What follows belongs to an exercise in optimizing a design on an open flow for small area, a short achievable clock period and few clock cycles per item; a production flow would make more cautious choices. RTL that was checked went through simulation tests only; none was proved equivalent to the original. Power is estimated from default activity; no workload was simulated.

Design brimet_alu, start of the top module:
module brimet_alu (
    input  wire        clk,
    input  wire        rst,
    input  wire        in_valid,
    input  wire [7:0]  in_op,
    input  wire [13:0] in_imm,
    input  wire [31:0] in_a,
    input  wire [7:0]  in_aq,
    input  wire [31:0] in_b,
    input  wire [7:0]  in_bq,
    input  wire [31:0] in_d,
    input  wire [7:0]  in_dq,
    output reg         out_valid,
    output reg  [31:0] out_val,
    output reg  [7:0]  out_q
);
Size: about 5600 cells after synthesis, ~380 flip-flops, ~190 I/O pins, about 45000 um2 of cells after synthesis.
export LEC_CHECK = 0
export CAP_MARGIN = 50
export CORE_MARGIN = 2
export CORE_UTILIZATION = 50
export SLEW_MARGIN = 70
export SYNTH_HIERARCHICAL = 1
export SYNTH_MINIMUM_KEEP_SIZE = 0
create_clock -name core_clock -period 36.0 [get_ports {clk}]
run.sh (not shown) runs the stock make flow with config.mk's settings and CLKGATE_MAP_FILE= SYNTH_SCRIPT=/design/flow/synth_recipe.tcl, a recipe that flattens the netlist after the stock synthesis.
Then changed:
==> flow/flow/run.sh (new file) <==
#!/bin/bash
# Standard ORFS layout of the design at the design's clock period and
# constraints; the only change is a larger setup margin for repair_timing,
# so that the resizer also works on paths well inside the clock period.
set -euo pipefail
bash standard.sh SETUP_SLACK_MARGIN=27 finish > standard_flow.log 2>&1
==> flow/standard.sh (new file) <==
#!/bin/bash
# synth_recipe.tcl (not shown) runs the flow's synth.tcl, then flattens the netlist and writes it again
# the make line also repeats each setting of config.mk as NAME=value (left out here)
make -C /OpenROAD-flow-scripts/flow DESIGN_CONFIG=/design/flow/config.mk WORK_HOME=/design/flow/orfs CLKGATE_MAP_FILE= SYNTH_SCRIPT=/design/flow/synth_recipe.tcl "${@:-finish}"
Settings changed: CAP_MARGIN 50 to 20, SLEW_MARGIN 70 to 20.
removed: flow/run.sh
The new run passed the timing, DRC and antenna checks.
Worst setup slack gets better by 1300 ps.
Area after synthesis does not change.
Count of clock-buffer cells in the layout fell by 3.
Global-route usage fell by 0.19 points.
Synthesized cell count does not change.
Via count fell slightly.
Cell count barely changes.
Total power fell slightly.
Function was not checked in any run of this note: the RTL went through the layout flow alone.


try-ember:
Another version of the RTL of brimet_alu (not shown whole).
For scale: ~4700 cells after synthesis, roughly 190 I/O pins, ~41000 µm² of cells after synthesis.
export LEC_CHECK = 0
export CAP_MARGIN = 0
export CORE_MARGIN = 2
export CORE_UTILIZATION = 62
export PLACE_DENSITY = 0.72
export SLEW_MARGIN = 0
export SYNTH_HIERARCHICAL = 1
export SYNTH_MINIMUM_KEEP_SIZE = 0
create_clock -name core_clock -period 36.0 [get_ports {clk}]
standard.sh (not shown) runs the stock make flow with config.mk's settings and CLKGATE_MAP_FILE= SYNTH_SCRIPT=/design/flow/synth_recipe.tcl, a recipe that flattens the netlist after the stock synthesis.
==> flow/flow/run.sh <==
#!/bin/bash
# Standard ORFS layout of the design at the design's clock period and
# constraints. Changes: a larger setup margin for repair_timing, so that the
# resizer also works on paths well inside the clock period, and port buffers
# of a plain buffer cell (every input and output port still gets one).
set -euo pipefail
bash standard.sh SETUP_SLACK_MARGIN=27.9 'BUFFER_PORTS_ARGS=-buffer_cell sky130_fd_sc_hd__buf_1' finish > standard_flow.log 2>&1
Testbench counts of try-ember, summed over its fixed seeds: cycles 48,032, ops 48,000.
Input changes introduced in try-indigo (baseline for comparison: try-ember):
--- a/flow/flow/run.sh
+++ b/flow/flow/run.sh
@@ -6,2 +6,2 @@
 set -euo pipefail
-bash standard.sh SETUP_SLACK_MARGIN=27.9 'BUFFER_PORTS_ARGS=-buffer_cell sky130_fd_sc_hd__buf_1' finish > standard_flow.log 2>&1
+bash standard.sh SETUP_SLACK_MARGIN=27.78 'BUFFER_PORTS_ARGS=-buffer_cell sky130_fd_sc_hd__buf_1' finish > standard_flow.log 2>&1
### Flow results
- Summary — non-clock buffer count, try-indigo relative to try-ember: higher, by about 0.4%.
- try-indigo -> try-ember: fraction of power spent switching nets flat
- The global-route usage over all layers on try-ember is in line with that on try-indigo.
- Changes observed in try-indigo relative to try-ember: worst setup slack after layout held steady; routed wire length held steady.
## Diff of input files: try-garnet against try-indigo
# try-indigo
export LEC_CHECK = 0
export CAP_MARGIN = 0
export CORE_MARGIN = 2
export CORE_UTILIZATION = 62
export PLACE_DENSITY = 0.72
export SLEW_MARGIN = 0
export SYNTH_HIERARCHICAL = 1
export SYNTH_MINIMUM_KEEP_SIZE = 0
create_clock -name core_clock -period 36.0 [get_ports {clk}]
# try-garnet
export LEC_CHECK = 0
export CAP_MARGIN = 20
export CORE_MARGIN = 2
export CORE_UTILIZATION = 50
export SLEW_MARGIN = 20
export SYNTH_HIERARCHICAL = 1
export SYNTH_MINIMUM_KEEP_SIZE = 0
create_clock -name core_clock -period 36.0 [get_ports {clk}]
--- a/flow/flow/run.sh
+++ b/flow/flow/run.sh
@@ -6,2 +6,2 @@
 set -euo pipefail
-bash standard.sh SETUP_SLACK_MARGIN=27.78 'BUFFER_PORTS_ARGS=-buffer_cell sky130_fd_sc_hd__buf_1' finish > standard_flow.log 2>&1
+bash standard.sh SETUP_SLACK_MARGIN=27.9 'BUFFER_PORTS_ARGS=-buffer_cell sky130_fd_sc_hd__buf_1' finish > standard_flow.log 2>&1
Notes after the runs:
On floorplan core area: between try-indigo and try-garnet, it ends up higher for try-garnet.
try-garnet | status: complete | timing, DRC, antenna: pass
In the tables for try-indigo and try-garnet, clock network power reads higher with try-garnet.
Die extent in x ended up 11% higher on try-garnet than on try-indigo.
Going from try-indigo to try-garnet, detailed-routing iteration count for the pre-antenna-repair pass moved down, post-route clock period utilization comparable, initial core utilization saw a decrease, clock-buffer cell count +12, design area up about 1%.
Compared with try-indigo, in try-garnet combinational power decreased by about 4% relative to the old numbers; routed wire length higher.
Run comparison: try-garnet launching instance or port of the critical path out_val[26]$_SDFF_PP1_; try-indigo launching instance or port of the critical path out_q[2]$_SDFF_PP0_
There was hardly any difference in synthesized cell count between try-garnet and try-indigo.

[afterwards: timing with drivers on the ports]
How much do the figures lean on ideal ports? The routed layouts below were timed once more, with nothing changed but the port constraints. Step 1, drivers: a clkbuf_16 drives clk and a buf_2 each remaining input, both assumed. Step 2 adds t to the input delays and takes it off the output delays; t is the mean of the earliest and latest rising clock arrival at the registers after step 1. Input paths then give back, and output paths get back, about the clock's delay inside the block. Slacks: ideal ports / drivers / drivers and shift; pairs: ideal ports / drivers.
run	shift t [ns]	slack for setup (ns)	worst setup path after step 2	worst register clock-pin slew, ns	pins driven straight from the clock port
the first run of note 1	0.677	26.053 / 26.053 / 26.053	register to register	0.07 / 0.07	1
the second run of note 1	0.681	27.309 / 27.234 / 27.326	register to register	0.07 / 0.07	1
try-ember	0.649	27.770 / 27.704 / 27.880	input to register	0.07 / 0.07	1
try-indigo	0.649	27.768 / 27.703 / 27.873	input to register	0.07 / 0.07	1
try-garnet	0.673	27.763 / 27.694 / 27.846	input to register	0.06 / 0.06	1
After both steps setup and hold are still met in every run listed.
